What follows belongs to an exercise in optimizing a design on an open flow for small area; a production flow would make more cautious choices.
Where RTL was checked, it was by simulation tests only, not by an equivalence proof against the original.
Function not checked in runs 1 to 3: the RTL went through the layout flow alone.
Power and IR drop assume default switching activity. The clock port is modelled as an ideal driver; clocking choices that lean on that would not hold on a real chip.

<file path="design.v">
module sinc4_chan #(
    parameter integer TAP = 0           
) (
    input  wire        clk,
    input  wire        bit_in,
    input  wire        cap_first,       
    input  wire        cap_pair,        
    input  wire        nofirst,         
    input  wire        consume,         
    input  wire        clr,
    input  wire [17:0] ca,
    input  wire [17:0] cb,
    input  wire [18:0] cab,
    output wire [24:0] tap
);
    reg        f, a, b;
    reg [24:0] r0, r1, r2, r3;
    wire        s_ab = consume & a & b;
    wire        s_a  = consume & a & ~b;
    wire        s_b  = consume & ~a & b;
    wire [18:0] addend = ({19{s_ab}} & cab) |
                         ({19{s_a}}  & {1'b0, ca}) |
                         ({19{s_b}}  & {1'b0, cb});
    wire [24:0] base   = r0 & {25{~clr}};
    wire [24:0] sum;
    wire [25:0] cy;
    assign cy[0] = 1'b0;
    genvar i;
    generate
        for (i = 0; i < 25; i = i + 1) begin : g_add
            wire ad = (i < 19) ? addend[i] : 1'b0;
            assign sum[i]  = base[i] ^ ad ^ cy[i];
            assign cy[i+1] = (base[i] & ad) | (cy[i] & (base[i] ^ ad));
        end
    endgenerate
    always @(posedge clk) begin
        if (cap_first)
            f <= bit_in;
        if (cap_pair) begin
            a <= f & ~nofirst;
            b <= bit_in;
        end
        r0 <= r1;
        r1 <= r2;
        r2 <= r3;
        r3 <= sum;
    end
    assign tap = (TAP == 0) ? r0 : (TAP == 1) ? r1 : (TAP == 2) ? r2 : r3;
endmodule
module sinc4_add #(
    parameter integer W = 8
) (
    input  wire [W-1:0] a,
    input  wire [W-1:0] b,
    input  wire         ci,
    output wire [W-1:0] s,
    output wire         co
);
    wire [W:0] cy;
    assign cy[0] = ci;
    genvar i;
    generate
        for (i = 0; i < W; i = i + 1) begin : g_bit
            assign s[i]    = a[i] ^ b[i] ^ cy[i];
            assign cy[i+1] = (a[i] & b[i]) | (cy[i] & (a[i] ^ b[i]));
        end
    endgenerate
    assign co = cy[W];
endmodule
module sinc4_decim (
    input  wire         clk,
    input  wire         rst,
    input  wire   [1:0] osr_sel,
    input  wire   [7:0] inv,
    input  wire [255:0] offset,      
    input  wire  [30:0] ovr_lim,
    input  wire         bit_valid,
    input  wire   [7:0] bits,
    output reg          out_valid,
    output reg    [2:0] out_ch,
    output reg   [31:0] out_data,
    output reg          out_ovr
);
    wire r64 = (osr_sel == 2'd0) | (osr_sel == 2'd3);
    wire r32 = (osr_sel == 2'd1);
    reg        phase;        
    reg        nofirst;      
    reg  [4:0] pc;           
    reg  [1:0] blk;          
    reg  [2:0] cnt;          
    reg        pr_dec;       
    reg        pr_shift;     
    reg        pr_hi;        
    reg  [4:0] pr_o2;        
    reg  [1:0] pr_blk;       
    reg  [1:0] ph;           
    reg        init;         
    wire [4:0] pc_last = r64 ? 5'd31 : r32 ? 5'd15 : 5'd7;
    wire       take    = bit_valid & ~rst;
    wire       cap_first = take & ~phase;
    wire       cap_pair  = take & phase;
    wire       consume   = (cnt != 3'd0);
    wire       pc_hi     = (pc >= pc_last - 5'd1);
    always @(posedge clk) begin
        if (rst) begin
            phase    <= 1'b1;
            nofirst  <= 1'b1;
            pc       <= pc_last - 5'd1;
            blk      <= 2'd0;
            cnt      <= 3'd0;
            ph       <= 2'd0;
            init     <= 1'b1;
            pr_dec   <= 1'b0;
            pr_shift <= 1'b0;
            pr_hi    <= 1'b0;
            pr_o2    <= 5'd0;
            pr_blk   <= 2'd0;
        end else begin
            ph <= ph + 2'd1;
            if (ph == 2'd3)
                init <= 1'b0;
            if (consume)
                cnt <= cnt - 3'd1;
            if (take)
                phase <= ~phase;
            if (cap_pair) begin
                nofirst  <= 1'b0;
                cnt      <= 3'd4;
                pr_dec   <= (pc == pc_last - 5'd2);
                pr_shift <= (pc == pc_last);
                pr_hi    <= pc_hi;
                pr_o2    <= pc_hi ? pc - pc_last + 5'd1 : pc + 5'd2;
                pr_blk   <= blk;
                pc       <= (pc == pc_last) ? 5'd0 : pc + 5'd1;
                if (pc == pc_last)
                    blk <= blk + 2'd1;
            end
        end
    end
    wire [1:0] role  = ph - pr_blk;
    wire [1:0] piece = 2'd3 - role + {1'b0, pr_hi};
    wire       clr   = init | (consume & pr_shift & (role == 2'd0));
    reg [30:0] g0, g1, g2, g3;      
    reg [30:0] g_init;
    always @(*) begin
        case (ph)
            2'd0: g_init = {13'sd0, 18'd0};
            2'd1: g_init = r64 ? {-13'sd2080, 18'd45760} :
                           r32 ? {-13'sd528,  18'd5984}  :
                                 {-13'sd136,  18'd816};
            2'd2: g_init = r64 ? {13'sd64,    18'd174720} :
                           r32 ? {13'sd32,    18'd21824}  :
                                 {13'sd16,    18'd2720};
            default: g_init = r64 ? {13'sd2016, 18'd41664} :
                              r32 ? {13'sd496,  18'd4960}  :
                                    {13'sd120,  18'd560};
        endcase
    end
    wire [30:0] g_cur = init ? g_init : g0;
    wire [17:0] gc    = g_cur[17:0];
    wire [12:0] gd1   = g_cur[30:18];
    wire [7:0] o1  = {2'b00, pr_o2, 1'b0};
    wire [7:0] o3;
    sinc4_add #(.W(8)) u_o3 (.a(o1), .b({1'b0, pr_o2, 2'b00}), .ci(1'b0), .s(o3), .co());
    wire [7:0] rr  = r64 ? 8'd64 : r32 ? 8'd32 : 8'd16;
    reg  [7:0] k2, x2;
    reg        n2;
    reg  [3:0] d3;
    always @(*) begin
        case (piece)
            2'd0: begin k2 = 8'd0;        x2 = o1; n2 = 1'b0; d3 = 4'sd1;  end
            2'd1: begin k2 = rr;          x2 = o3; n2 = 1'b1; d3 = -4'sd3; end
            2'd2: begin k2 = -{rr, 1'b0}; x2 = o3; n2 = 1'b0; d3 = 4'sd3;  end
            default: begin k2 = rr;       x2 = o1; n2 = 1'b1; d3 = -4'sd1; end
        endcase
    end
    wire [7:0] gd2;
    sinc4_add #(.W(8)) u_gd2 (.a(k2), .b(x2 ^ {8{n2}}), .ci(n2), .s(gd2), .co());
    wire [12:0] t12;
    wire [17:0] nc;
    wire [12:0] nd1;
    wire  [7:0] d2d3;
    sinc4_add #(.W(13)) u_t12 (.a(gd1), .b({{5{gd2[7]}}, gd2}), .ci(1'b0), .s(t12), .co());
    sinc4_add #(.W(18)) u_nc  (.a(cb), .b({{5{t12[12]}}, t12}), .ci(1'b0), .s(nc), .co());
    sinc4_add #(.W(8))  u_d23 (.a(gd2), .b({{4{d3[3]}}, d3}), .ci(1'b0), .s(d2d3), .co());
    sinc4_add #(.W(13)) u_nd1 (.a(t12), .b({{5{d2d3[7]}}, d2d3}), .ci(1'b0), .s(nd1), .co());
    always @(posedge clk) begin
        g0 <= g1;
        g1 <= g2;
        g2 <= g3;
        g3 <= consume ? {nd1, nc} : g_cur;
    end
    wire [17:0] ca  = gc;
    wire [17:0] cb;
    wire [18:0] cab;
    sinc4_add #(.W(18)) u_cb  (.a(gc), .b({{5{gd1[12]}}, gd1}), .ci(1'b0), .s(cb), .co());
    sinc4_add #(.W(18)) u_cab (.a(gc), .b(cb), .ci(1'b0), .s(cab[17:0]), .co(cab[18]));
    wire [24:0] tap [0:7];
    genvar g;
    generate
        for (g = 0; g < 8; g = g + 1) begin : g_ch
            sinc4_chan #(.TAP(3 - (g % 4))) u_ch (
                .clk(clk), .bit_in(bits[g]), .cap_first(cap_first),
                .cap_pair(cap_pair), .nofirst(nofirst), .consume(consume),
                .clr(clr), .ca(ca), .cb(cb), .cab(cab), .tap(tap[g]));
        end
    endgenerate
    reg       rd_valid;
    reg [2:0] rd_ch;
    reg [1:0] m;      
    always @(posedge clk) begin
        if (rst) begin
            rd_valid <= 1'b0;
            rd_ch    <= 3'd0;
            m        <= 2'd0;
        end else if (consume & pr_dec & (role == 2'd0)) begin
            rd_valid <= 1'b1;
            rd_ch    <= 3'd0;
        end else if (rd_valid) begin
            rd_ch <= rd_ch + 3'd1;
            if (rd_ch == 3'd7) begin
                rd_valid <= 1'b0;
                if (m != 2'd3)
                    m <= m + 2'd1;
            end
        end
    end
    wire [7:0] sel = 8'd1 << rd_ch;
    reg [24:0] v;
    reg [31:0] off_k;
    integer k;
    always @(*) begin
        v = 25'd0;
        off_k = 32'd0;
        for (k = 0; k < 8; k = k + 1) begin
            v     = v | ({25{sel[k]}} & tap[k]);
            off_k = off_k | ({32{sel[k]}} & offset[32*k +: 32]);
        end
    end
    wire inv_k = |(sel & inv);
    wire [24:0] vs = r64 ? v : r32 ? {v[20:0], 4'd0} : {v[16:0], 8'd0};
    reg  [23:0] cs;
    always @(*) begin
        case (m)
            2'd0:    cs = r64 ? 24'd360360  : r32 ? 24'd371008  : 24'd391680;
            2'd1:    cs = r64 ? 24'd4238000 : r32 ? 24'd4281728 : 24'd4369408;
            2'd2:    cs = r64 ? 24'd8050088 : r32 ? 24'd8061248 : 24'd8083968;
            default: cs = 24'd8388608;
        endcase
    end
    wire        pos = vs[24];
    wire        neg = (vs == 25'd0) & (m == 2'd3);
    wire [23:0] pp_, nn_;
    sinc4_add #(.W(24)) u_pp (.a(vs[23:0]), .b(~cs), .ci(~pos), .s(pp_), .co());
    sinc4_add #(.W(24)) u_nn (.a(cs), .b(~vs[23:0]), .ci(~neg), .s(nn_), .co());
    wire [31:0] x1 = inv_k ? {nn_, {7{neg}}, pos | neg} : {pp_, {8{pos}}};
    wire [22:0] mag = pp_[23] ? nn_[22:0] : pp_[22:0];
    wire        ge;
    sinc4_add #(.W(23)) u_cmp (.a(mag), .b(~ovr_lim[30:8]), .ci(ovr_lim[7:0] == 8'd0),
                               .s(), .co(ge));
    wire        above = pos | neg | ge;
    wire [32:0] diff;
    sinc4_add #(.W(33)) u_diff (.a({x1[31], x1}), .b({~off_k[31], ~off_k}), .ci(1'b1),
                                .s(diff), .co());
    wire [31:0] x = (diff[32] == diff[31]) ? diff[31:0] :
                    diff[32] ? 32'h8000_0000 : 32'h7FFF_FFFF;
    reg [2:0] os [0:7];             
    wire      ovr     = os[0][0];
    wire [1:0] ovr_cnt = os[0][2:1];
    reg       ovr_next;
    reg [1:0] cnt_next;
    always @(*) begin
        ovr_next = ovr;
        cnt_next = 2'd0;
        if (above != ovr) begin
            if (ovr_cnt == 2'd3)
                ovr_next = ~ovr;
            else
                cnt_next = ovr_cnt + 2'd1;
        end
    end
    always @(posedge clk) begin
        out_valid <= rd_valid & ~rst;
        out_ch    <= rd_ch;
        out_data  <= x;
        out_ovr   <= ovr_next;
    end
    integer i;
    always @(posedge clk) begin
        if (rst) begin
            for (i = 0; i < 8; i = i + 1)
                os[i] <= 3'd0;
        end else if (rd_valid) begin
            for (i = 0; i < 7; i = i + 1)
                os[i] <= os[i + 1];
            os[7] <= {cnt_next, ovr_next};
        end
    end
endmodule
</file>
<file path="run.sh">
#!/bin/bash
# synth_recipe.tcl (not shown) runs the flow's synth.tcl, then flattens the netlist and writes it again
# the make line also repeats each setting of config.mk as NAME=value (left out here)
make -C /OpenROAD-flow-scripts/flow DESIGN_CONFIG=/design/flow/config.mk WORK_HOME=/design/flow/orfs CLKGATE_MAP_FILE= SYNTH_SCRIPT=/design/flow/synth_recipe.tcl finish
</file>
<file path="config.mk">
export PLATFORM = sky130hd
export DESIGN_NAME = sinc4_decim
export DESIGN_NICKNAME = sinc4_decim
export VERILOG_FILES = /design/flow/design.v
export SDC_FILE = /design/flow/constraint.sdc
export NUM_CORES = 4
export LEC_CHECK = 0
export CAP_MARGIN = 20
export CORE_MARGIN = 2
export CORE_UTILIZATION = 55
export CTS_BUF_LIST = sky130_fd_sc_hd__clkbuf_4 sky130_fd_sc_hd__clkbuf_8
export CTS_CLUSTER_SIZE = 20
export PLACE_DENSITY = 0.7
export SLEW_MARGIN = 20
</file>
<file path="constraint.sdc">
create_clock -name core_clock -period 20.0 [get_ports {clk}]
set_input_delay 4.0000 -clock core_clock [delete_from_list [all_inputs] [get_ports {clk}]]
set_output_delay 4.0000 -clock core_clock [all_outputs]
set_load 0.01 [all_outputs]
</file>
==> notes.md, run 1 <==
The run finished with no timing, DRC or antenna violations. During synthesis, Yosys emitted a total of 7 warnings. The async set-or-reset flop fraction in the synthesized netlist came out at 0%. The path class of the tightest hold or removal check is flop to flop. The number of nets produced by synthesis came out at approximately 4500. The kind of cell with the highest combined delay along the critical path is adder cells.

The achievable frequency is 51.4 MHz. The count of vias placed by the detailed router came out at 28298. The proportion of layout cells with a drive suffix above 1 came out at between 10% and 20%. The chip width is roughly 280 um.

For the pin with the worst max-slew slack, the measured transition is roughly 1.0 ns. The static leakage is just over 20 nW. For the worst setup path, the data required time is 20.67 ns. Among all flip-flop cells after synthesis, the most frequent one is sky130_fd_sc_hd__dfxtp_1. Leaving out filler cells and counting taps, the final layout contains around 5200.

The utilization of the core after routing is around two thirds. The clock slew seen by the registers of the worst setup and hold paths came out at around 0.060 ns. The clock latency of the later-clocked register in the worst-skew pair came out at 0.81 ns.

The global route total overflow came out at 0. Setup violations remaining at the end of the flow were counted as 0. Along the worst hold path, the cell count comes to 0. In the post-synthesis netlist, the biggest area contributors are sky130_fd_sc_hd__dfxtp_1 49%, sky130_fd_sc_hd__fa_1 14%, sky130_fd_sc_hd__nand2_1 6.0%. Global routing used roughly 29% of the available tracks across all layers. The per-instance average area after synthesis is roughly 11 um^2. The number of placement rows came out at 100. Setup slack on the worst reg-to-reg path comes out at 2.49 ns. The initial antenna violation count came out at 7. The longest clock path from root to sink contains 3 buffers. The full die area came out at between 70000 and 80000 um^2. On the critical path, the stage with the largest delay is an instance of sky130_fd_sc_hd__fa_2. IR analysis of the VDD net gives a maximum drop of around 0.23 mV. The first-pass GRT wire length came out at roughly 170000 um.

The reported max-cap violation count came out at 0. The first detailed-routing pass took 10 iterations. The count of cell instances traversed by the critical path came out at 46. The first routing iteration left ~2800 violations. In this run the critical register-to-register path is captured at out_data[8]$_DFF_P_. The time the final worst path needs with I/O delays and setup came out at 19.47 ns.

Entering global routing, the biggest net connects 89 pins. TritonCTS built the clock tree. After detailed routing, the average wire length per cell comes to ~21 um. The region available for standard cell placement spans around 74000 um^2. The number of placed instances, taps included, is 4962. The length in cells of the worst reg-to-reg path is between 40 and 50. By startpoint and endpoint, the worst setup path is classified as input port to flop.

Among the stages of the critical path, the cell type that occurs most often is sky130_fd_sc_hd__fa_2. Buffers placed on the I/O ports in this run total roughly 340. The area added between synthesis and finish is 19.5%. At the worst endpoint, the arrival time is 20.14 ns.

The number of buffers added to fix hold violations after cts is 0. The launch instance of the worst min-delay path is g_ch[0].u_ch.r2[6]$_DFF_P_. The final layout contains routed wiring with a total length of between 100000 and 150000 um. The number of distinct library cell variants in the gate-level netlist after synthesis is 72.

The max-slew violation count was 0. The vias per cell came out at between 5 and 6. The detailed-route DRC error count is 0. The area fraction of the dominant cell type after synthesis is approximately half. The relative slew slack came out at between 20% and 30%.

The net count reported at finish is a little under 5000. The vertical extent of the die came out at around 280 um. Counting flops with a built-in enable in the synthesized netlist gives 29. The number of clock sinks came out at approximately 1000. For this design the top-level I/O count stands at 345.

The number of global-route vias before repair is between 20000 and 30000. Dividing the final minimum period by the clock period gives 97.4%. The largest fanout on the critical path is 12. The synthesized design spends more area on one cell type than any other, namely sky130_fd_sc_hd__dfxtp_1. The tree is rooted in a sky130_fd_sc_hd__clkbuf_8. The synthesized netlist cell count came out at between 3000 and 4000.

The setup TNS after final layout is 0 ns. The stage delay of the slowest cell on the critical path came out at about 0.56 ns. The final hold violation count came out at 0. The portion of the post-synthesis area used by sequential elements came out at between 50% and 60%. Once detail routing completed, the nets flagged for antenna violations numbered 0. Setup repair after global routing left no endpoint under its margin. The effective utilization at floorplan is 55.4%. Routability-driven placement finished with a final weighted congestion of around 0.93. The worst slack at placement is -1.06 ns.

The buffer and inverter count on the worst path came out at 6. STA classifies the critical path startpoint as an input port. The CTS buffer count came out at approximately 160. The H-tree generated during clock tree synthesis spans 4 levels.

The power density over cell area came out at 141 nW/um^2. The worst setup path is captured at a flop. For hold timing, the worst endpoint is g_ch[0].u_ch.r1[6]$_DFF_P_. The number of fill cells came out at ~5800. Between clock sinks in the finished design, the worst skew comes to 0.0488 ns. The number of register bits inferred by synthesis is 1040. The HPWL after detailed placement came out at a little under 80000 um. The smallest setup slack after layout came out at about 0.53 ns. The startpoint identified for the worst register-to-register timing path is rd_ch[1]$_SDFFE_PP0P_. The mapped netlist covers around 40000 um^2. The sum of internal, switching and leakage power is 6.94 mW.
## metal layers
layer  vias up  share of wire (%)  global-route usage (%)  routed length, um
li1      13313                  -                       -                  -
met1     13597                 42                    38.6              46500
met2      1176                 46                    45.3              50800
met3       210                8.3                    5.88               9120
met4         2                3.3                    11.3               3610
met5         -              0.012                       0                 13
## cell families after synthesis
family	after synthesis	share of synthesized area, %
AO/OA/AOI/OAI	639	10.6
flip-flops	1040	51.2
AND/OR/NAND/NOR	924	9.53
multiplexers	167	4.18
XOR/XNOR	44	0.954
adder cells (fa/ha/maj)	421	18.2
buffers and inverters	558	5.30
## timing repair
item	CTS	global route
gates resized for setup	7	9
setup buffers	1	0
pin swaps	3	3
setup endpoints to repair	31	32
## power by group
group	switching (mW)	total, mW	internal, mW
sequential	0.172	2.82	2.64
combinational	1.30	2.26	0.956
clock	0.820	1.87	1.05
total	2.30	6.94	4.65
## registers in the layout, summed over array words and instances, names as in the netlist, 8 cells and up
signal and cells:
g2 31, g_ch.u_ch.r2 200, g0 31, g_ch.u_ch.r0 200, os 24, g_ch.u_ch.r1 200
g_ch.u_ch.b 8, out_data 32, g3 31, g_ch.u_ch.a 8, g_ch.u_ch.r3 200, g_ch.u_ch.f 8
g1 31
## synthesized netlist by cell type (all sizes together) (5+ instances only)
cell and n:
o31ai 8, clkinv 8, a211oi 8, nand3b 9, a222oi 92, nand3 13, nor3 23, dfxtp 1011
o21ai 299, a21o 8, a221o 35, a211o 5, o211ai 21, nor2b 25, xnor2 32, nand4 5
nand2 656, or2 5, xor2 12, a21oi 46, mux2i 127, a31oi 6, o21a 10, and2 59
nor4 8, a22oi 39, a221oi 13, ha 122, a22o 21, clkbuf 194, fa 297, nor2 78
inv 312, nand2b 19, and3 17, mux2 40, buf 44, edfxtp 29
## worst max-delay path by stage
| stage | startpoint | end | slack (ns) |
|---|---|---|---|
| floorplan | osr_sel[1] | out_data[9]$_DFF_P_ | 0.001 |
| global placement | osr_sel[0] | out_data[21]$_DFF_P_ | -0.85 |
| detailed placement | osr_sel[0] | out_data[19]$_DFF_P_ | -1.06 |
| CTS | osr_sel[1] | out_data[8]$_DFF_P_ | 0.03 |
| global route | osr_sel[1] | out_data[8]$_DFF_P_ | 0.03 |
| finish | osr_sel[1] | out_data[8]$_DFF_P_ | 0.53 |
## stage by stage
stage | cell area (um^2) | hold WS (ns)
6_report | 49200 | 0.296
4_1_cts | 49200 | 0.293
3_5_place_dp | 45700 | 0.312
5_1_grt | 49200 | 0.296
3_3_place_gp | 45700 | 0.310
2_1_floorplan | 41200 | 0.310
## worst reg2reg max path: cells and delay by family (launching register included)
family / cells / cell delay, ns
muxes: 1 / 0.39
AOI/OAI and AO/OA: 2 / 0.92
buffers and inverters: 5 / 0.75
adders and majority gates: 34 / 13.92
and+or+nand+nor: 5 / 0.96
DFF: 1 / 0.47
## placed cells by master (no fill, tap or decap), drive strengths merged, types with 17 or more instances in the layout
cell / count
dfxtp: 1011
a221o: 35
nor3: 23
and2: 59
nand2: 656
o21ai: 299
clkdlybuf4s50: 343
ha: 122
fa: 297
inv: 321
a222oi: 92
a22oi: 39
mux2: 40
clkinv: 31
o211ai: 21
nand2b: 19
clkbuf: 235
nor2: 78
a21oi: 46
and3: 17
a22o: 21
xnor2: 32
nor2b: 25
mux2i: 127
buf: 96
edfxtp: 29
## area by class of cell
cell class / count / area (um^2) / share of cell area (%)
sequential: 1040 / 21100 / 42.9
multi-input combinational: 2195 / 18100 / 36.7
timing repair buffer: 439 / 4180 / 8.49
clock buffer: 235 / 2980 / 6.06
tap: 969 / 1210 / 2.46
inverter: 320 / 1210 / 2.45
clock inverter: 43 / 483 / 0.981
antenna: 6 / 15.0 / 0.0305
==> run 2: changes to the inputs <==
==> config.mk (replaced) <==
export PLATFORM = sky130hd
export DESIGN_NAME = sinc4_decim
export DESIGN_NICKNAME = sinc4_decim
export VERILOG_FILES = /design/flow/design.v
export SDC_FILE = /design/flow/constraint.sdc
export NUM_CORES = 4
export LEC_CHECK = 0
export CAP_MARGIN = 20
export CORE_MARGIN = 2
export CORE_UTILIZATION = 40
export PLACE_DENSITY = 0.6
export SLEW_MARGIN = 20
==> run 2 against run 1 <==
Via count is 1.2% lower. Fmax hardly changed. Synthesized cell count stayed put. Synthesized area stayed put. Sequential share of layout area is 0.95 points lower. Die area is 37% higher. Sequential cell count stayed put. Clock skew is 0.016 ns higher. Final area is 2.3% higher. Critical endpoint unchanged.
==> notes.md, run 2 <==
The kind of path behind the tightest hold check is flop to flop. The number of placement rows is 117 (+17%). The count of warnings emitted by yosys is 7 (unchanged).

The sum of internal, switching and leakage power came out at 7.12 mW (+2.6%). TritonCTS built the clock tree. The number of enable-type register cells in the synthesized netlist was 29 (unchanged). The portion of the post-synthesis area used by sequential elements was 51.2% (unchanged). The global route total overflow is 0 (unchanged). The number of distinct library cell variants in the gate-level netlist after synthesis is 72 (unchanged). The clock slew seen by the registers of the worst setup and hold paths was 0.07 ns (about the same).

The slew at the pin closest to its max-slew limit came out at 1.16 ns (+0.133 ns). The HPWL after detailed placement was 83800 um (+5.7%). The internal power component was 4.80 mW (+3.3%). The chip width came to 325 um (+17%). The final hold violation count came to 0 (unchanged). The vias per cell came out at 4.99 (-7.4%).

The proportion of layout cells with a drive suffix above 1 came out at 10.0% (-0.69 points). The number of fill cells came out at 9201 (+60%). Among all flip-flop cells after synthesis, the most frequent one is sky130_fd_sc_hd__dfxtp_1.

The final-report setup violation count came out at 0 (unchanged). The all-layer global routing usage is 21.5% (-7.0 points). The static leakage is 21.0 nW (+0.85%). The global placer's final weighted congestion came out at 0.927 (-0.39%). Relative to the synthesized area, the layout overhead comes to 22.3%. The remaining antenna violation count after routing was 0 (unchanged). The number of buffers on the longest clock path is 3 (unchanged). The clock latency of the later-clocked register in the worst-skew pair is 0.72 ns (-0.09 ns). The mapped cell area is 41200 um^2 (unchanged).

The utilization of the core after routing came out at 49.4% (-17 points). The count of input and output buffers is 344 (unchanged). STA classifies the critical path endpoint as a flop. The effective utilization at floorplan is 40.4% (-15 points). The number of search-and-repair iterations in the first detailed-routing pass was 10 (unchanged). The most frequent cell after synthesis is sky130_fd_sc_hd__dfxtp_1.

The flow ran to the end and the layout has no timing, DRC or antenna violations. The maximum vdd ir drop came out at 0.149 mV (-34%). The synthesized netlist cell count came out at 3793 (unchanged). The biggest area contributor in the post-synthesis netlist is sky130_fd_sc_hd__dfxtp_1. The detailed-route DRC error count came out at 0 (unchanged).

The number of clock sinks is 1040 (unchanged). The slowest cell on the critical path is sky130_fd_sc_hd__fa_2. The max-slew violation count is 0 (unchanged). The final wirelength was 115000 um (+4.1%). The placeable core region was 102000 um^2 (+37%).

The CTS buffer count was 102 (-36%). The final cycle utilization of the critical path came to 97.4% (about the same). The leading cell type in the layout, fill and taps excluded is sky130_fd_sc_hd__dfxtp_1. The per-instance average area after synthesis is 10.9 um^2 (unchanged).

The switching power share of the total came out at 32.6% (-0.48 points). The worst setup path category is input port to flop. In the layout the commonest cells are 1010 x sky130_fd_sc_hd__dfxtp_1, 656 x sky130_fd_sc_hd__nand2_1, 341 x sky130_fd_sc_hd__clkdlybuf4s50_1. The count of boundary I/O pins is 345 (unchanged).

The clock group share of total power came to 28.8% (+1.9 points). The number of global-route vias before repair came out at 27990 (-1.8%). The area fraction of the dominant cell type after synthesis came to 49.1% (unchanged).

The first-pass GRT wire length is 173000 um (+3.0%). The stage delay of the slowest cell on the critical path was 0.56 ns (about the same). The setup clock skew after layout came out at 0.0647 ns (+0.0159 ns). The combinational cell fraction of total power came out at 31.7% (-0.8 points).

The number of DRC violations after detailed-routing iteration 0 came out at 2269 (-18%). The number of nets produced by synthesis was 4520 (unchanged). The worst setup path is launched from an input port. The relative slew slack came out at 22.0% (-7.4 points).

The largest fanout on the critical path is 7 (-5). The net count reported at finish is 4865 (-0.35%). The initial antenna violation count was 4 (-3). The count of vias placed by the detailed router was 27952 (-1.2%).

Setup repair after global routing left no endpoint under its margin. Sorting the synthesized cells by area gives the leading types as sky130_fd_sc_hd__dfxtp_1 49%, sky130_fd_sc_hd__fa_1 14%, sky130_fd_sc_hd__nand2_1 6.0%. The routed wire length per instance is 20.5 um (-2.4%). The power density over cell area is 141 nW/um^2 (+0.31%).

The async set-or-reset flop fraction in the synthesized netlist came to 0% (unchanged). The vertical extent of the die is 325 um (+17%). The data arrival time of the worst path came out at 20.02 ns (-0.12 ns). The required time at the endpoint of the critical path came out at 20.54 ns (-0.13 ns). By count the netlist is led by 1011 x sky130_fd_sc_hd__dfxtp_1, 656 x sky130_fd_sc_hd__nand2_1, 312 x sky130_fd_sc_hd__inv_1. In this design, the critical path's most frequently occurring cell is sky130_fd_sc_hd__buf_4. The number of H-tree levels came out at 3 (-1).

The master cell of the clock root buffer is sky130_fd_sc_hd__clkbuf_16. The power spent charging and discharging nets is 2.32 mW (+1.1%). The largest net degree at the start of global routing came out at 71 (-20%). The achievable frequency came out at 51.3 MHz (about the same). The time the final worst path needs with I/O delays and setup is 19.47 ns (+0.00402 ns). The full die area came to 106000 um^2 (+37%). The number of register bits inferred by synthesis is 1040 (unchanged). The reported max-cap violation count is 0 (unchanged).

The relative contribution of sequential cells to total power came to 39.5% (-1.1 points).
run 2: cell counts after synthesis:
No cell type changed its count.
run 2: layer usage:
| metal | global-route usage (%) | vias to the layer above | part of all wire, % |
|---|---|---|---|
| met1 | 28.3 | 13503 | 44 |
| li1 | - | 13246 | - |
| met5 | 0 | - | 0.0061 |
| met2 | 34.2 | 981 | 45 |
| met3 | 5.08 | 220 | 7.1 |
| met4 | 8.78 | 2 | 4.1 |
run 2: kinds of logic (layout without fill, tap and decap cells):
logic type	count (synthesis)	count (layout)	share of synthesized area [%]
muxes	167	167	4.18
DFF	1040	1040	51.2
buffers and inverters	558	990	5.30
xor gates and xnor gates	44	44	0.954
AOI/OAI and AO/OA	639	639	10.6
adders and majority gates	421	421	18.2
and+or+nand+nor	924	924	9.53
other	0	3	0
run 2: power by group through the flow:
stage | Combinational (mW) | Sequential (mW) | Clock, mW
6_report | 2.26 | 2.81 | 2.05
5_1_grt | 2.58 | 2.86 | 2.17
4_1_cts | 2.27 | 2.81 | 2.09
3_5_place_dp | 2.23 | 2.85 | 0
3_3_place_gp | 2.20 | 2.83 | 0
2_1_floorplan | 1.56 | 2.80 | 0
run 2: metrics by stage:
step	hold slack, ns	worst slack (ns)	cell area [um^2]	std cells	setup TNS [ns]
after floorplan	0.310	0.00126	41200	3793	0
after global placement	0.309	-1.05	46300	5376	-32.54
after detailed placement	0.312	-1.24	46300	5376	-38.02
after CTS	0.263	0.00234	50300	5593	0
after global routing	0.267	0.0682	50400	5595	0
final	0.271	0.525	50400	5596	0
run 2: final timing paths:
check                                                  from                           to  slack [ns]  depth (start not counted)
worst min-delay path            g_ch[5].u_ch.r1[23]$_DFF_P_  g_ch[5].u_ch.r0[23]$_DFF_P_        0.27                          0
worst max-delay path                             osr_sel[0]          out_data[8]$_DFF_P_        0.53                         68
worst max register to register        rd_ch[1]$_SDFFE_PP0P_          out_data[8]$_DFF_P_        2.36                         68
worst min register to register  g_ch[5].u_ch.r1[23]$_DFF_P_  g_ch[5].u_ch.r0[23]$_DFF_P_        0.27                          0
run 2: repair_timing:
item | in CTS | in global routing
endpoints found under the setup margin | 32 | 36
pin swaps | 5 | 2
buffers inserted | 26 | 0
gates resized for setup | 23 | 20
hold buffers | 0 | 0
run 2: area by class of cell:
type	instances	area, um^2	area share [%]
Clock inverter	54	771	1.53
Antenna cell	3	7.51	0.0149
Multi-Input combinational cell	2195	18100	36.0
Tap cell	1368	1710	3.40
Timing Repair Buffer	479	4490	8.92
Inverter	320	1210	2.40
Sequential cell	1040	21100	41.9
Clock buffer	137	2940	5.83
run 2: worst max-delay path: cells and delay by family:
kind            cells  cell delay [ns]
compound gates      2             0.31
buf+inv            34             4.19
fa+ha+maj          27            10.73
simple gates        5             0.73
==> run 3: changes to the inputs <==
==> flow/run.sh (new file) <==
#!/bin/bash
# The standard layout (standard.sh), with two changes: the port buffers are
# the smallest buffer cell, and clock tree synthesis uses small clock
# buffers, larger sink clusters and no dummy loads.
set -euo pipefail
export BUFFER_PORTS_ARGS="-buffer_cell sky130_fd_sc_hd__buf_1"
export CTS_ARGS="-sink_clustering_enable -repair_clock_nets -dont_use_dummy_load -buf_list {sky130_fd_sc_hd__clkbuf_4 sky130_fd_sc_hd__clkbuf_8} -sink_clustering_size 20"
bash standard.sh > standard.log 2>&1
==> standard.sh (new file) <==
#!/bin/bash
# synth_recipe.tcl (not shown) runs the flow's synth.tcl, then flattens the netlist and writes it again
# the make line also repeats each setting of config.mk as NAME=value (left out here)
make -C /OpenROAD-flow-scripts/flow DESIGN_CONFIG=/design/flow/config.mk WORK_HOME=/design/flow/orfs CLKGATE_MAP_FILE= SYNTH_SCRIPT=/design/flow/synth_recipe.tcl "${@:-finish}"
--- a/config.mk
+++ b/config.mk
@@ -7,6 +7,6 @@
 export LEC_CHECK = 0
 export CAP_MARGIN = 20
 export CORE_MARGIN = 2
-export CORE_UTILIZATION = 40
-export PLACE_DENSITY = 0.6
+export CORE_UTILIZATION = 55
+export PLACE_DENSITY = 0.7
 export SLEW_MARGIN = 20
removed: run.sh
==> run 3 against run 2 <==
Sequential share of layout area up 4.2 points. Sequential power about the same. Count of clock-buffer cells in the layout up 22. Via count increased by 0.70%. Final cell count shrank 8.5%. Fmax up 0.65%. Largest power group unchanged.
==> notes.md, run 3 <==
The final hold violation count is 0 (unchanged). The async set-or-reset flop fraction in the synthesized netlist came out at 0% (unchanged). The number of enable-type register cells in the synthesized netlist came out at 29 (unchanged). The synthesized netlist cell count is 3793 (unchanged).

The routed wire length per instance came out at 20.7 um (+1.0%). The data arrival time of the worst path was 19.97 ns (-0.05 ns). By instance count, the leading cell after synthesis is sky130_fd_sc_hd__dfxtp_1. The global route total overflow came out at 0 (unchanged). The number of global-route vias before repair is 27709 (-1.0%).

The smallest setup slack after layout is 0.652 ns (+0.126 ns). The count of input and output buffers is 344 (unchanged). The count of boundary I/O pins is 345 (unchanged). The worst-case hold path end point is g_ch[6].u_ch.r1[12]$_DFF_P_. The master cell of the clock root buffer is sky130_fd_sc_hd__clkbuf_8. The worst setup path is of the input port to flop kind. The most numerous cell type found on the critical path is sky130_fd_sc_hd__fa_1. The reg-to-reg critical path endpoint is out_data[8]$_DFF_P_. The compound-gate portion of the synthesized area came out at 10.6% (unchanged). The tightest min-delay check is of the flop to flop type. The clock latency of the later-clocked register in the worst-skew pair was 0.82 ns (+0.10 ns). Setup repair after global routing left no endpoint under its margin. By area, the combinational part of the netlist is dominated by adder cells. The largest total area in the synthesized netlist belongs to sky130_fd_sc_hd__dfxtp_1.

The effective utilization at floorplan is 55.4% (+15 points). The number of placement rows was 100 (-15%). The final wirelength came to 106000 um (-7.6%). The count of warnings emitted by yosys is 7 (unchanged). Ranked by total cell area, the synthesized netlist is headed by sky130_fd_sc_hd__dfxtp_1 49%, sky130_fd_sc_hd__fa_1 14%, sky130_fd_sc_hd__nand2_1 6.0%. The stage delay of the slowest cell on the critical path is 0.56 ns (about the same). The area growth from synthesis to layout is 11.2%. The buffer and inverter count on the worst path was 6 (-82%). Among all stages on the critical path, the largest delay is contributed by sky130_fd_sc_hd__fa_2. The sum of internal, switching and leakage power came out at 6.37 mW (-11%). The slew at the pin closest to its max-slew limit came out at 1.15 ns (-0.00792 ns). In this design, the largest share of critical-path delay is due to adder cells.

The number of DRC violations after detailed-routing iteration 0 came out at 2712 (+20%). The worst slack at placement came out at -0.723 ns (+0.518 ns). The largest net degree at the start of global routing was 155 (+120%). In the layout the commonest cells are 1009 x sky130_fd_sc_hd__dfxtp_1, 656 x sky130_fd_sc_hd__nand2_1, 343 x sky130_fd_sc_hd__buf_1. STA classifies the critical path endpoint as a flop.

The setup slack of the most critical reg-to-reg path was 2.16 ns (-0.20 ns). The number of distinct library cell variants in the gate-level netlist after synthesis came out at 72 (unchanged). The HPWL after detailed placement came out at 76900 um (-8.2%).

The time the final worst path needs with I/O delays and setup came out at 19.35 ns (-0.126 ns). The achievable frequency came out at 51.7 MHz (+0.65%). The number of register bits inferred by synthesis came to 1040 (unchanged).

The post-synthesis share of cell area spent on and, or, nand and nor gates is 9.53% (unchanged). The proportion of layout cells with a drive suffix above 1 is 8.08% (-1.9 points). The required time at the endpoint of the critical path came out at 20.62 ns (+0.08 ns).

The run finished with no timing, DRC or antenna violations. The maximum vdd ir drop is 0.206 mV (+38%). The clock slew seen by the registers of the worst setup and hold paths is 0.06 ns (about the same). The number of buffers on the longest clock path came out at 3 (unchanged). The CTS buffer count came out at 159 (+56%). The final-report setup violation count came out at 0 (unchanged). The power density over cell area came out at 139 nW/um^2 (-1.6%). The remaining antenna violation count after routing was 0 (unchanged). The full die area came out at 77100 um^2 (-27%). For this run, the leading register cell type out of synthesis is sky130_fd_sc_hd__dfxtp_1. The final cycle utilization of the critical path is 96.7% (-0.63 points). The count of vias placed by the detailed router is 28149 (+0.70%). The number of clock sinks is 1040 (unchanged). The utilization of the core after routing came to 61.6% (+12 points). The XOR/XNOR share of the synthesized area is 0.954% (unchanged). The largest fanout on the critical path came out at 12 (+5). The vias per cell came out at 5.50 (+10%). Sorting the synthesized cells by how often they occur yields 1011 x sky130_fd_sc_hd__dfxtp_1, 656 x sky130_fd_sc_hd__nand2_1, 312 x sky130_fd_sc_hd__inv_1. The mapped cell area came to 41200 um^2 (unchanged).

The first-pass GRT wire length came out at 162000 um (-6.5%). The max-slew violation count was 0 (unchanged). The hold path depth is 0 (unchanged). The initial antenna violation count came out at 4 (unchanged).

The vertical extent of the die is 278 um (-15%). The leading cell type in the layout, fill and taps excluded is sky130_fd_sc_hd__dfxtp_1. The length in cells of the worst reg-to-reg path came to 47 (-31%).

The static leakage is 19.2 nW (-8.6%). The number of nets produced by synthesis came out at 4520 (unchanged). The all-layer global routing usage came out at 27.5% (+6.0 points).

The number of search-and-repair iterations in the first detailed-routing pass is 11 (+1). The relative slew slack is 23.1% (+1.1 points). The placeable core region is 74300 um^2 (-27%). The element type at the critical path start is an input port. The launch instance of the worst min-delay path is g_ch[6].u_ch.r2[12]$_DFF_P_. The global placer's final weighted congestion is 0.906 (-2.2%). The multiplexer share of the synthesized area came out at 4.18% (unchanged). The launching point of the worst reg2reg path is rd_ch[0]$_SDFFE_PP0P_.

The portion of the post-synthesis area used by sequential elements came to 51.2% (unchanged). The area fraction of the dominant cell type after synthesis came to 49.1% (unchanged). The chip width is 278 um (-15%). The number of H-tree levels came to 4 (+1).

The net count reported at finish is 4877 (+0.25%). The reported max-cap violation count is 0 (unchanged). The adder-cell area share of the yosys netlist is 18.2% (unchanged). The detailed-route DRC error count came out at 0 (unchanged). The per-instance average area after synthesis came out at 10.9 um^2 (unchanged).

TritonCTS built the clock tree. The setup clock skew after layout came out at 0.0982 ns (+0.0335 ns).
## run 3: area by class of cell
class                   count  area (um^2)
diodes                      3         7.51
clock buffers             159         2190
fillers                  6056        28500
inverters                 320         1210
multi-input cells        2195        18100
flip-flops and latches   1040        21100
well taps                 969         1210
repair buffers            434         2010
## run 3: metal layers
| layer | wire [um] | vias up | GRT usage, % |
|---|---|---|---|
| met1 | 45400 | 13565 | 37.5 |
| met4 | 3660 | 0 | 11.2 |
| met3 | 9060 | 186 | 6.54 |
| li1 | - | 13174 | - |
| met5 | 0 | - | 0 |
| met2 | 47800 | 1224 | 42.5 |
## run 3: cells by family after synthesis
group | after synthesis
AOI/OAI and AO/OA | 639
xor gates and xnor gates | 44
muxes | 167
DFF | 1040
buffers and inverters | 558
adders and majority gates | 421
and+or+nand+nor | 924
## run 3: worst max path at each step
stage                     startpoint  slack (ns)                    to  cells past startpoint
after floorplan           osr_sel[1]       0.001   out_data[9]$_DFF_P_                     47
after global placement    osr_sel[0]       -0.56  out_data[17]$_DFF_P_                     48
after detailed placement  osr_sel[0]       -0.72  out_data[22]$_DFF_P_                     48
after CTS                 osr_sel[0]        0.08  out_data[22]$_DFF_P_                     48
after global routing      osr_sel[1]        0.03  out_data[28]$_DFF_P_                     49
final                     osr_sel[1]        0.65   out_data[8]$_DFF_P_                     46
## run 3: timing repair
action	4_1_cts	5_1_grt
buffers inserted	0	0
hold buffers	0	0
gates resized for setup	0	16
endpoints found under the hold margin	0	0
endpoints found under the setup margin	0	32
## run 3: through the flow
stage          cells  setup TNS, ns  instance area (um^2)  hold slack (ns)
2_1_floorplan   3793              0                 41200            0.310
3_3_place_gp    4958         -16.71                 43500            0.310
3_5_place_dp    4958         -21.54                 43500            0.312
4_1_cts         5117              0                 45700            0.252
5_1_grt         5120              0                 45800            0.265
6_report        5120              0                 45800            0.271
## run 3: power by group
part / switching [mW] / internal [mW] / total (mW)
Clock: 0.694 / 0.698 / 1.39
Sequential: 0.169 / 2.65 / 2.81
Combinational: 1.29 / 0.867 / 2.16
Total: 2.16 / 4.21 / 6.37
## run 3: worst register-to-register path: cells and delay by family (launching register included)
kind	cells	cell delay [ns]
compound gates	4	1.55
flops	1	0.47
fa+ha+maj	34	14.17
simple gates	3	0.42
mux	1	0.27
buf+inv	5	0.83
==> run 4: changes to the inputs <==
--- a/design.v
+++ b/design.v
@@ -11,23 +11,24 @@
     input  wire [17:0] ca,
     input  wire [17:0] cb,
     input  wire [18:0] cab,
-    output wire [24:0] tap
+    output wire [23:0] tap,
+    output wire        tap_next         
 );
     reg        f, a, b;
-    reg [24:0] r0, r1, r2, r3;
+    reg [23:0] r0, r1, r2, r3;
     wire        s_ab = consume & a & b;
     wire        s_a  = consume & a & ~b;
     wire        s_b  = consume & ~a & b;
     wire [18:0] addend = ({19{s_ab}} & cab) |
                          ({19{s_a}}  & {1'b0, ca}) |
                          ({19{s_b}}  & {1'b0, cb});
-    wire [24:0] base   = r0 & {25{~clr}};
-    wire [24:0] sum;
-    wire [25:0] cy;
+    wire [23:0] base   = r0 & {24{~clr}};
+    wire [23:0] sum;
+    wire [24:0] cy;
     assign cy[0] = 1'b0;
     genvar i;
     generate
-        for (i = 0; i < 25; i = i + 1) begin : g_add
+        for (i = 0; i < 24; i = i + 1) begin : g_add
             wire ad = (i < 19) ? addend[i] : 1'b0;
             assign sum[i]  = base[i] ^ ad ^ cy[i];
             assign cy[i+1] = (base[i] & ad) | (cy[i] & (base[i] ^ ad));
@@ -45,7 +46,8 @@
         r2 <= r3;
         r3 <= sum;
     end
-    assign tap = (TAP == 0) ? r0 : (TAP == 1) ? r1 : (TAP == 2) ? r2 : r3;
+    assign tap      = (TAP == 0) ? r0 : (TAP == 1) ? r1 : (TAP == 2) ? r2 : r3;
+    assign tap_next = (TAP == 0) ? r1[23] : (TAP == 1) ? r2[23] : (TAP == 2) ? r3[23] : r0[23];
 endmodule
 module sinc4_add #(
     parameter integer W = 8
@@ -77,7 +79,7 @@
     input  wire         bit_valid,
     input  wire   [7:0] bits,
     output reg          out_valid,
-    output reg    [2:0] out_ch,
+    output wire   [2:0] out_ch,
     output reg   [31:0] out_data,
     output reg          out_ovr
 );
@@ -176,33 +178,36 @@
     end
     wire [7:0] gd2;
     sinc4_add #(.W(8)) u_gd2 (.a(k2), .b(x2 ^ {8{n2}}), .ci(n2), .s(gd2), .co());
-    wire [12:0] t12;
+    wire [13:0] u1;
+    wire  [8:0] u2;
     wire [17:0] nc;
     wire [12:0] nd1;
-    wire  [7:0] d2d3;
-    sinc4_add #(.W(13)) u_t12 (.a(gd1), .b({{5{gd2[7]}}, gd2}), .ci(1'b0), .s(t12), .co());
-    sinc4_add #(.W(18)) u_nc  (.a(cb), .b({{5{t12[12]}}, t12}), .ci(1'b0), .s(nc), .co());
-    sinc4_add #(.W(8))  u_d23 (.a(gd2), .b({{4{d3[3]}}, d3}), .ci(1'b0), .s(d2d3), .co());
-    sinc4_add #(.W(13)) u_nd1 (.a(t12), .b({{5{d2d3[7]}}, d2d3}), .ci(1'b0), .s(nd1), .co());
+    sinc4_add #(.W(14)) u_u1 (.a({gd1, 1'b0}), .b({{6{gd2[7]}}, gd2}), .ci(1'b0), .s(u1), .co());
+    sinc4_add #(.W(9))  u_u2 (.a({gd2, 1'b0}), .b({{5{d3[3]}}, d3}), .ci(1'b0), .s(u2), .co());
+    wire [13:0] u1g = u1 & {14{consume}};
+    wire  [8:0] u2g = u2 & {9{consume}};
+    sinc4_add #(.W(18)) u_nc  (.a(gc), .b({{4{u1g[13]}}, u1g}), .ci(1'b0), .s(nc), .co());
+    sinc4_add #(.W(13)) u_nd1 (.a(gd1), .b({{4{u2g[8]}}, u2g}), .ci(1'b0), .s(nd1), .co());
     always @(posedge clk) begin
         g0 <= g1;
         g1 <= g2;
         g2 <= g3;
-        g3 <= consume ? {nd1, nc} : g_cur;
+        g3 <= {nd1, nc};
     end
     wire [17:0] ca  = gc;
     wire [17:0] cb;
     wire [18:0] cab;
     sinc4_add #(.W(18)) u_cb  (.a(gc), .b({{5{gd1[12]}}, gd1}), .ci(1'b0), .s(cb), .co());
     sinc4_add #(.W(18)) u_cab (.a(gc), .b(cb), .ci(1'b0), .s(cab[17:0]), .co(cab[18]));
-    wire [24:0] tap [0:7];
+    wire [23:0] tap [0:7];
+    wire  [7:0] tap_next;
     genvar g;
     generate
         for (g = 0; g < 8; g = g + 1) begin : g_ch
             sinc4_chan #(.TAP(3 - (g % 4))) u_ch (
                 .clk(clk), .bit_in(bits[g]), .cap_first(cap_first),
                 .cap_pair(cap_pair), .nofirst(nofirst), .consume(consume),
-                .clr(clr), .ca(ca), .cb(cb), .cab(cab), .tap(tap[g]));
+                .clr(clr), .ca(ca), .cb(cb), .cab(cab), .tap(tap[g]), .tap_next(tap_next[g]));
         end
     endgenerate
     reg       rd_valid;
@@ -226,19 +231,23 @@
         end
     end
     wire [7:0] sel = 8'd1 << rd_ch;
-    reg [24:0] v;
+    assign out_ch = rd_ch - 3'd1;     
+    reg [23:0] v;
     reg [31:0] off_k;
     integer k;
     always @(*) begin
-        v = 25'd0;
+        v = 24'd0;
         off_k = 32'd0;
         for (k = 0; k < 8; k = k + 1) begin
-            v     = v | ({25{sel[k]}} & tap[k]);
+            v     = v | ({24{sel[k]}} & tap[k]);
             off_k = off_k | ({32{sel[k]}} & offset[32*k +: 32]);
         end
     end
-    wire inv_k = |(sel & inv);
-    wire [24:0] vs = r64 ? v : r32 ? {v[20:0], 4'd0} : {v[16:0], 8'd0};
+    wire inv_k  = |(sel & inv);
+    wire next_k = |(sel & tap_next);
+    wire        m3  = (m == 2'd3);
+    wire        pos = r64 ? (m3 & (v == 24'd0) & next_k) : r32 ? v[20] : v[16];
+    wire [23:0] vs  = r64 ? v : r32 ? {v[19:0], 4'd0} : {v[15:0], 8'd0};
     reg  [23:0] cs;
     always @(*) begin
         case (m)
@@ -248,11 +257,10 @@
             default: cs = 24'd8388608;
         endcase
     end
-    wire        pos = vs[24];
-    wire        neg = (vs == 25'd0) & (m == 2'd3);
+    wire        neg = m3 & (vs == 24'd0) & ~pos;
     wire [23:0] pp_, nn_;
-    sinc4_add #(.W(24)) u_pp (.a(vs[23:0]), .b(~cs), .ci(~pos), .s(pp_), .co());
-    sinc4_add #(.W(24)) u_nn (.a(cs), .b(~vs[23:0]), .ci(~neg), .s(nn_), .co());
+    sinc4_add #(.W(24)) u_pp (.a(vs), .b(~cs), .ci(~pos), .s(pp_), .co());
+    sinc4_add #(.W(24)) u_nn (.a(cs), .b(~vs), .ci(~neg), .s(nn_), .co());
     wire [31:0] x1 = inv_k ? {nn_, {7{neg}}, pos | neg} : {pp_, {8{pos}}};
     wire [22:0] mag = pp_[23] ? nn_[22:0] : pp_[22:0];
     wire        ge;
@@ -281,7 +289,6 @@
     end
     always @(posedge clk) begin
         out_valid <= rd_valid & ~rst;
-        out_ch    <= rd_ch;
         out_data  <= x;
         out_ovr   <= ovr_next;
     end
==> run.sh (new file) <==
#!/bin/bash
# synth_recipe.tcl (not shown) runs the flow's synth.tcl, then flattens the netlist and writes it again
# the make line also repeats each setting of config.mk as NAME=value (left out here)
make -C /OpenROAD-flow-scripts/flow DESIGN_CONFIG=/design/flow/config.mk WORK_HOME=/design/flow/orfs CLKGATE_MAP_FILE= SYNTH_SCRIPT=/design/flow/synth_recipe.tcl finish
--- a/config.mk
+++ b/config.mk
@@ -7,6 +7,6 @@
 export LEC_CHECK = 0
 export CAP_MARGIN = 20
 export CORE_MARGIN = 2
-export CORE_UTILIZATION = 55
-export PLACE_DENSITY = 0.7
+export CORE_UTILIZATION = 40
+export PLACE_DENSITY = 0.6
 export SLEW_MARGIN = 20
removed: flow/run.sh
removed: standard.sh
==> run 4 against run 3 <==
Critical path depth up 3. Die area up 34%. Wire length increased by 5.7%. Global-route usage shrank 6.0 points. Combinational power shrank 16%. Sequential share of layout area is 3.9 points lower. Synthesized cell count shrank 3.8%. Fmax increased by 0.53%. Non-clock buffer count shrank 11. Final area up 5.7%. Critical path type unchanged. Highest routed layer unchanged. Still clean. Worst hold slack better by 0.031 ns. First-iteration DRC count shrank 7.2%.
==> notes.md, run 4 <==
The most used flip-flop cell after synthesis is sky130_fd_sc_hd__dfxtp_1. The number of enable-type register cells in the synthesized netlist was 29 (unchanged). The effective utilization at floorplan came out at 40.3% (-15 points).

The initial antenna violation count came out at 4 (unchanged). The critical path starts at osr_sel[0]. The final-report setup violation count is 0 (unchanged). The count of input and output buffers is 344 (unchanged). Setup repair after global routing left no endpoint under its margin. The biggest area contributor in the post-synthesis netlist is sky130_fd_sc_hd__dfxtp_1.

The smallest setup slack after layout is 0.754 ns (+0.102 ns). The CTS buffer count is 98 (-38%). The placeable core region was 99900 um^2 (+34%).

The area added between synthesis and finish is 20.3%. The number of clock sinks came out at 1005 (-3.4%). The max-slew violation count came to 0 (unchanged). The remaining antenna violation count after routing is 0 (unchanged). The achievable frequency came out at 52.0 MHz (+0.53%). The startpoint identified for the worst register-to-register timing path is rd_ch[2]$_SDFFE_PP0P_. The setup clock skew after layout came out at 0.0424 ns (-0.0558 ns). The number of register bits inferred by synthesis came out at 1005 (-3.4%). The area fraction of the dominant cell type after synthesis is 48.6% (-0.55 points). The number of fill cells came to 9183 (+52%).

The routed wire length per instance came to 21.0 um (+1.4%). The count of warnings emitted by yosys came to 7 (unchanged). The first-pass GRT wire length was 168000 um (+3.7%). The proportion of layout cells with a drive suffix above 1 is 7.95% (-0.12 points). STA classifies the critical path endpoint as a flop. The vertical extent of the die came to 321 um (+16%). The clock slew seen by the registers of the worst setup and hold paths is 0.06 ns (about the same). The number of distinct library cell variants in the gate-level netlist after synthesis is 72 (unchanged). Sorting the synthesized cells by how often they occur yields 976 x sky130_fd_sc_hd__dfxtp_1, 586 x sky130_fd_sc_hd__nand2_1, 319 x sky130_fd_sc_hd__inv_1.

The most frequent cell after synthesis is sky130_fd_sc_hd__dfxtp_1. The slew at the pin closest to its max-slew limit came out at 1.07 ns (-0.0828 ns). The reported max-cap violation count came to 0 (unchanged). The async set-or-reset flop fraction in the synthesized netlist came to 0% (unchanged). The global route total overflow is 0 (unchanged). The worst hold slack is 0.302 ns (+0.0307 ns).

The setup TNS after final layout is 0 ns (unchanged). The detailed-route DRC error count came to 0 (unchanged). The final hold violation count came out at 0 (unchanged).

The number of placement rows is 116 (+16%). The HPWL after detailed placement is 81100 um (+5.4%). The worst slack at placement is -0.0887 ns (+0.634 ns). The global placer's final weighted congestion came out at 0.891 (-1.7%).

The placed instance area is 45000 um^2 (+3.5%). The top cell types in the final layout, fill and taps aside, are 974 x sky130_fd_sc_hd__dfxtp_1, 586 x sky130_fd_sc_hd__nand2_1, 343 x sky130_fd_sc_hd__clkdlybuf4s50_1. The full die area came to 103000 um^2 (+34%). The count of vias placed by the detailed router is 27140 (-3.6%).

The relative slew slack came out at 26.6% (+3.5 points). The number of DRC violations after detailed-routing iteration 0 came to 2517 (-7.2%). The synthesized netlist cell count is 3648 (-3.8%). The maximum vdd ir drop is 0.129 mV (-37%). The chip width is 321 um (+16%). The count of boundary I/O pins came out at 345 (unchanged). The required time at the endpoint of the critical path came to 20.48 ns (-0.14 ns). The per-instance average area after synthesis was 11.0 um^2 (+1.5%). The final cycle utilization of the critical path came out at 96.2% (-0.51 points). The number of search-and-repair iterations in the first detailed-routing pass was 10 (-1).

The all-layer global routing usage is 21.5% (-6.0 points). The final wirelength was 112000 um (+5.7%). The master cell of the clock root buffer is sky130_fd_sc_hd__clkbuf_16.

The stage delay of the slowest cell on the critical path is 0.60 ns (+0.04 ns). The static leakage is 20.1 nW (+5.0%). The data arrival time of the worst path is 19.73 ns (-0.24 ns).

On the critical path, the stage with the largest delay is an instance of sky130_fd_sc_hd__fa_1. The number of global-route vias before repair is 26826 (-3.2%). Yosys attributes the largest share of cell area to sky130_fd_sc_hd__dfxtp_1 49%, sky130_fd_sc_hd__fa_1 15%, sky130_fd_sc_hd__nand2_1 5.5%. The number of H-tree levels came out at 3 (-1).

The worst setup path is launched from an input port. The net count reported at finish is 4679 (-4.1%). The kind of path behind the tightest hold check is flop to flop. The worst hold path begins at g_ch[3].u_ch.r3[20]$_DFF_P_. The number of buffers added to fix hold violations after cts is 0 (unchanged). The number of buffers on the longest clock path was 3 (unchanged). The leading cell type in the layout, fill and taps excluded is sky130_fd_sc_hd__dfxtp_1. The final design area excluding fillers was 48400 um^2 (+5.7%).

The clock latency of the later-clocked register in the worst-skew pair is 0.66 ns (-0.16 ns). The largest net degree at the start of global routing is 160 (+3.2%). The time the final worst path needs with I/O delays and setup came to 19.25 ns (-0.102 ns). The portion of the post-synthesis area used by sequential elements is 50.7% (-0.50 points).

The largest fanout on the critical path is 15 (+3). The mapped cell area is 40200 um^2 (-2.4%). The run finished with no timing, DRC or antenna violations. The vias per cell came out at 5.09 (-7.5%). By instance count, the cell type seen most on the critical path is sky130_fd_sc_hd__fa_1. The number of nets produced by synthesis came out at 4370 (-3.3%). The power density over cell area was 133 nW/um^2 (-4.6%). The setup path with the least slack is of type input port to flop. TritonCTS built the clock tree. The utilization of the core after routing came out at 48.4% (-13 points).
run 4: path summary, 6_finish.rpt:
check	to	slack, ns	cells after the start
setup / recovery	out_data[0]$_DFF_P_	0.75	49
hold / removal	g_ch[3].u_ch.r2[20]$_DFF_P_	0.30	0
setup reg to reg	out_data[0]$_DFF_P_	2.59	49
hold reg to reg	g_ch[3].u_ch.r2[20]$_DFF_P_	0.30	0
run 4: final cells by class:
| class | count | area [um^2] | share of cell area [%] |
|---|---|---|---|
| Multi-Input combinational cell | 2106 | 17800 | 36.7 |
| Antenna cell | 2 | 5.00 | 0.0103 |
| Clock buffer | 139 | 2840 | 5.86 |
| Sequential cell | 1005 | 20400 | 42.2 |
| Inverter | 323 | 1220 | 2.53 |
| Clock inverter | 40 | 448 | 0.926 |
| Tap cell | 1298 | 1620 | 3.36 |
| Timing Repair Buffer | 423 | 4060 | 8.38 |
run 4: metrics by stage:
step	cells	power (mW)
after floorplan	3648	3.94
after global placement	5149	4.55
after detailed placement	5149	4.59
after CTS	5328	6.46
after global routing	5335	6.82
final	5336	6.42
run 4: cell families (layout without fill, tap and decap cells):
group           Yosys count  after routing  share of synthesized area, %
mux                     192            192                          4.95
simple gates            883            883                          9.62
buf+inv                 537            925                          5.22
xor+xnor                 43             43                          1.00
other cells               0              2                             0
fa+ha+maj               423            423                          18.6
compound gates          565            565                          9.82
flops                  1005           1005                          50.7
run 4: per-layer routing:
| layer | vias up | share of wire, % | GRT usage [%] |
|---|---|---|---|
| met4 | 0 | 2.6 | 6.03 |
| met2 | 988 | 45 | 34.3 |
| met3 | 167 | 7.5 | 4.29 |
| li1 | 12707 | - | - |
| met1 | 13278 | 44 | 29.7 |
| met5 | - | 0 | 0 |
run 4: worst max-delay path: cells and delay by family:
family | cells | cell delay, ns
buf+inv | 8 | 1.61
compound gates | 4 | 0.59
fa+ha+maj | 33 | 12.88
simple gates | 4 | 0.67
run 4: what timing repair did:
item,4_1_cts,5_1_grt
setup endpoints to repair,0,24
setup buffers,0,6
gates resized for setup,0,2
run 4: power breakdown:
| group | internal [mW] | total [mW] | switching [mW] | leakage (nW) |
|---|---|---|---|---|
| clock | 1.08 | 1.85 | 0.773 | 1.63 |
| combinational | 0.760 | 1.82 | 1.06 | 10.2 |
| sequential | 2.58 | 2.74 | 0.166 | 8.27 |
| total | 4.42 | 6.42 | 2.00 | 20.1 |
==> run 5: changes to the inputs <==
==> flow/run.sh (new file) <==
#!/bin/bash
# The standard layout (standard.sh), with two changes: the port buffers are
# the smallest buffer cell, and clock tree synthesis uses small clock
# buffers, larger sink clusters and no dummy loads.
set -euo pipefail
export BUFFER_PORTS_ARGS="-buffer_cell sky130_fd_sc_hd__buf_1"
export CTS_ARGS="-sink_clustering_enable -repair_clock_nets -dont_use_dummy_load -buf_list {sky130_fd_sc_hd__clkbuf_16} -sink_clustering_size 30 -sink_clustering_max_diameter 100"
bash standard.sh > standard.log 2>&1
==> standard.sh (new file) <==
#!/bin/bash
# synth_recipe.tcl (not shown) runs the flow's synth.tcl, then flattens the netlist and writes it again
# the make line also repeats each setting of config.mk as NAME=value (left out here)
make -C /OpenROAD-flow-scripts/flow DESIGN_CONFIG=/design/flow/config.mk WORK_HOME=/design/flow/orfs CLKGATE_MAP_FILE= SYNTH_SCRIPT=/design/flow/synth_recipe.tcl "${@:-finish}"
--- a/config.mk
+++ b/config.mk
@@ -7,6 +7,6 @@
 export LEC_CHECK = 0
 export CAP_MARGIN = 20
 export CORE_MARGIN = 2
-export CORE_UTILIZATION = 40
-export PLACE_DENSITY = 0.6
+export CORE_UTILIZATION = 65
+export PLACE_DENSITY = 0.8
 export SLEW_MARGIN = 20
removed: run.sh
==> run 5 against run 4 <==
Still clean. Synthesized cell count did not move. Via count rose by 1.5%. Critical path depth fell by 2. Worst hold slack lost 0.024 ns. Non-clock buffer count is 6 lower. Critical endpoint is now out_data[9]$_DFF_P_.
==> notes.md, run 5 <==
The flow ran to the end and the layout has no timing, DRC or antenna violations. The achievable frequency is 52.2 MHz (+0.40%). The power density over cell area came to 126 nW/um^2 (-4.9%). The slew at the pin closest to its max-slew limit is 1.28 ns (+0.208 ns). The count of warnings emitted by yosys came out at 7 (unchanged).

The number of register bits inferred by synthesis came out at 1005 (unchanged). The global placer's final weighted congestion came out at 0.948 (+6.5%). The area added between synthesis and finish is 7.53%. The hold path depth was 0 (unchanged). By count the netlist is led by 976 x sky130_fd_sc_hd__dfxtp_1, 586 x sky130_fd_sc_hd__nand2_1, 319 x sky130_fd_sc_hd__inv_1. The number of global-route vias before repair was 26494 (-1.2%). The worst hold path terminates at g_ch[6].u_ch.r2[2]$_DFF_P_. The clock latency of the later-clocked register in the worst-skew pair is 0.64 ns (-0.02 ns).

The net count reported at finish came to 4616 (-1.3%). The area fraction of the dominant cell type after synthesis is 48.6% (unchanged). In the layout the commonest cells are 975 x sky130_fd_sc_hd__dfxtp_1, 586 x sky130_fd_sc_hd__nand2_1, 343 x sky130_fd_sc_hd__buf_1. The number of post-CTS setup repair buffers came out at 0 (unchanged). The number of search-and-repair iterations in the first detailed-routing pass was 10 (unchanged). The chip width is 253 um (-21%). The full die area came out at 63900 um^2 (-38%). The vertical extent of the die is 253 um (-21%). The effective utilization at floorplan was 65.4% (+25 points). The combinational cell fraction of total power is 32.3% (+3.9 points).

The routed wire length per instance came out at 23.1 um (+10%). The setup TNS after final layout is 0 ns (unchanged). The async set-or-reset flop fraction in the synthesized netlist is 0% (unchanged).

The all-layer global routing usage was 33.8% (+12 points). The number of buffers added to fix hold violations after cts came out at 0 (unchanged). The number of nets produced by synthesis is 4370 (unchanged). The HPWL after detailed placement is 77800 um (-4.1%). The proportion of layout cells with a drive suffix above 1 came out at 4.93% (-3.0 points). The vias per cell came out at 5.88 (+16%).

The reported max-cap violation count came to 0 (unchanged). The static leakage is 18.0 nW (-11%). The count of vias placed by the detailed router came out at 27553 (+1.5%). The data arrival time of the worst path is 19.63 ns (-0.10 ns). The largest fanout on the critical path is 16 (+1).

The setup slack of the most critical reg-to-reg path came to 2.71 ns (+0.12 ns). The number of distinct library cell variants in the gate-level netlist after synthesis is 72 (unchanged). The required time at the endpoint of the critical path came out at 20.46 ns (-0.02 ns). The library cell used most frequently in the layout, excluding fill and tap cells, is sky130_fd_sc_hd__dfxtp_1. Among all stages on the critical path, the largest delay is contributed by sky130_fd_sc_hd__fa_2. In the post-synthesis netlist, the cell with the most instances is sky130_fd_sc_hd__dfxtp_1.

The detailed-route DRC error count is 0 (unchanged). The number of H-tree levels came to 2 (-1). The per-instance average area after synthesis came out at 11.0 um^2 (unchanged). The first-pass GRT wire length came out at 161000 um (-4.4%). The worst register-to-register path ends at out_data[9]$_DFF_P_. The non-filler instance count after layout is 4688 (-12%). The final cycle utilization of the critical path is 95.9% (-0.38 points). Among all flip-flop cells after synthesis, the most frequent one is sky130_fd_sc_hd__dfxtp_1.

The tree is rooted in a sky130_fd_sc_hd__clkbuf_16. The relative contribution of sequential cells to total power came out at 50.4% (+7.7 points). The portion of the post-synthesis area used by sequential elements is 50.7% (unchanged). The number of buffers on the longest clock path came out at 3 (unchanged).

The max-slew violation count came out at 0 (unchanged). The worst setup path category is input port to flop. The length in cells of the worst reg-to-reg path is 48 (-2.0%). The switching power share of the total is 33.9% (+2.7 points).

The final-report setup violation count is 0 (unchanged). The synthesized netlist cell count is 3648 (unchanged). The number of clock sinks came to 1005 (unchanged). STA classifies the critical path startpoint as an input port. The clock group share of total power came out at 17.3% (-12 points). The post-placement cell count came out at 4639 (-9.9%).

By area the synthesized netlist is led by sky130_fd_sc_hd__dfxtp_1 49%, sky130_fd_sc_hd__fa_1 15%, sky130_fd_sc_hd__nand2_1 5.5%. The number of placement rows came out at 91 (-22%). The relative slew slack is 14.7% (-12 points). The TritonCTS clock tree is yes.

The initial antenna violation count is 6 (+2). The remaining antenna violation count after routing came out at 0 (unchanged). The count of cells resized by post-cts repair came out at 0 (unchanged). The leading area contributor after synthesis is sky130_fd_sc_hd__dfxtp_1.

Setup repair after global routing left no endpoint under its margin. The stage delay of the slowest cell on the critical path is 0.65 ns (+0.05 ns). The worst hold path begins at g_ch[6].u_ch.r3[2]$_DFF_P_. The endpoint class of the critical path is a flop.

The worst hold path belongs to the class flop to flop. The clock slew seen by the registers of the worst setup and hold paths came to 0.11 ns (+0.05 ns). The power spent charging and discharging nets came out at 1.85 mW (-7.5%). The most frequent cell on the critical path is sky130_fd_sc_hd__fa_1. The count of input and output buffers is 344 (unchanged).

The internal power component came to 3.61 mW (-18%). The placeable core region came to 61500 um^2 (-38%). The maximum vdd ir drop was 0.0898 mV (-30%). The number of fill cells is 4429 (-52%). The setup clock skew after layout was 0.101 ns (+0.0587 ns).

The final hold violation count was 0 (unchanged). The time the final worst path needs with I/O delays and setup is 19.17 ns (-0.0758 ns). The global route total overflow came out at 0 (unchanged). The number of enable-type register cells in the synthesized netlist came out at 29 (unchanged). The mapped cell area came out at 40200 um^2 (unchanged). The number of DRC violations after detailed-routing iteration 0 is 3393 (+35%). The CTS buffer count came out at 40 (-59%). The largest net degree at the start of global routing is 78 (-51%). The final wirelength is 108000 um (-3.1%). The worst register-to-register path begins at rd_ch[0]$_SDFFE_PP0P_. The count of boundary I/O pins is 345 (unchanged).
run 5: critical path: cells and delay by family:
kind / cells / cell delay [ns]
adder cells (fa/ha/maj): 33 / 12.99
buffers and inverters: 7 / 1.13
AND/OR/NAND/NOR: 4 / 0.87
AO/OA/AOI/OAI: 3 / 0.65
run 5: final cells by class:
cell class              count  area (um^2)  area share (%)
flip-flops and latches   1005        20400            47.2
multi-input cells        2106        17800            41.1
well taps                 790          988            2.29
clock buffers              40         1000            2.31
repair buffers            417         1840            4.25
inverters                 323         1220            2.82
diodes                      6         15.0          0.0347
repair inverters            1         7.51          0.0174
run 5: logic make-up after synthesis:
group                    Yosys count  share of synthesized area [%]
flip-flops                      1005                           50.7
AND/OR/NAND/NOR                  883                           9.62
AO/OA/AOI/OAI                    565                           9.82
buffers and inverters            537                           5.22
adder cells (fa/ha/maj)          423                           18.6
multiplexers                     192                           4.95
XOR/XNOR                          43                           1.00
run 5: how the worst max path moves through the flow:
stage / from / endpoint / depth (start not counted)
after floorplan: osr_sel[0] / out_data[2]$_DFF_P_ / 46
after global placement: osr_sel[1] / out_data[3]$_DFF_P_ / 47
after detailed placement: osr_sel[0] / out_data[8]$_DFF_P_ / 46
after CTS: osr_sel[0] / out_data[8]$_DFF_P_ / 46
after global routing: osr_sel[1] / out_data[9]$_DFF_P_ / 47
final: osr_sel[1] / out_data[9]$_DFF_P_ / 47
run 5: power groups by stage:
stage,Combinational (mW),Clock (mW),Sequential (mW)
2_1_floorplan,1.20,0,2.74
3_3_place_gp,1.65,0,2.77
3_5_place_dp,1.72,0,2.79
4_1_cts,1.73,0.954,2.75
5_1_grt,1.96,1.02,2.80
6_report,1.76,0.943,2.75
run 5: metal layers:
layer  vias to the layer above  wire length [um]  share of wire (%)  GRT usage (%)
met5                         -                40              0.037              0
met4                         6              5670                5.2           16.9
met3                       284             10400                9.6           8.05
met2                      1439             48300                 45           51.7
met1                     13324             44100                 41           45.2
li1                      12500                 -                  -              -
run 5: per-stage QoR:
stage	hold slack [ns]	setup slack, ns	power [mW]	utilization (%)	area [um^2]
after CTS	0.274	0.692	5.43	70.3	43200
after detailed placement	0.312	0.107	4.50	68.7	42200
final	0.278	0.829	5.45	70.3	43300
after floorplan	0.310	1.00	3.94	-	40200
after global placement	0.310	0.293	4.42	68.6	42200
after global routing	0.276	0.0493	5.77	70.3	43200

==> static timing again, ports no longer ideal <==
The flow's constraints put no driver on any port. The routed layouts listed below were extracted and timed again, unchanged, in two steps.
Step 1, drivers: a clkbuf_16 drives clk and a buf_2 each remaining input, both assumed.
Step 2, shift: input delay + t, output delay - t, t = (earliest + latest rising clock arrival at the registers) / 2. This alone moves slack from input paths to output paths.
Slacks: ideal ports / drivers / drivers and shift; pairs: ideal ports / drivers.
run | t, ns | setup slack, ns | worst setup path after step 2 | slew at the worst register clock pin (ns)
run 1 | 0.859 | 0.529 / 0.526 / -0.334 | input to register | 0.08 / 0.08
run 2 | 0.752 | 0.525 / 0.574 / -0.178 | input to register | 0.07 / 0.07
run 3 | 0.831 | 0.652 / 0.691 / -0.140 | input to register | 0.06 / 0.06
run 4 | 0.711 | 0.754 / 0.745 / 0.034 | input to register | 0.07 / 0.07
run 5 | 0.654 | 0.829 / 0.831 / 0.176 | input to register | 0.12 / 0.12
Met with ideal ports but missed after step 2: setup timing in run 1, run 2 and run 3. For run 1, which loses most, drivers alone change the setup slack by -0.003 ns; drivers and shift together by -0.863 ns.
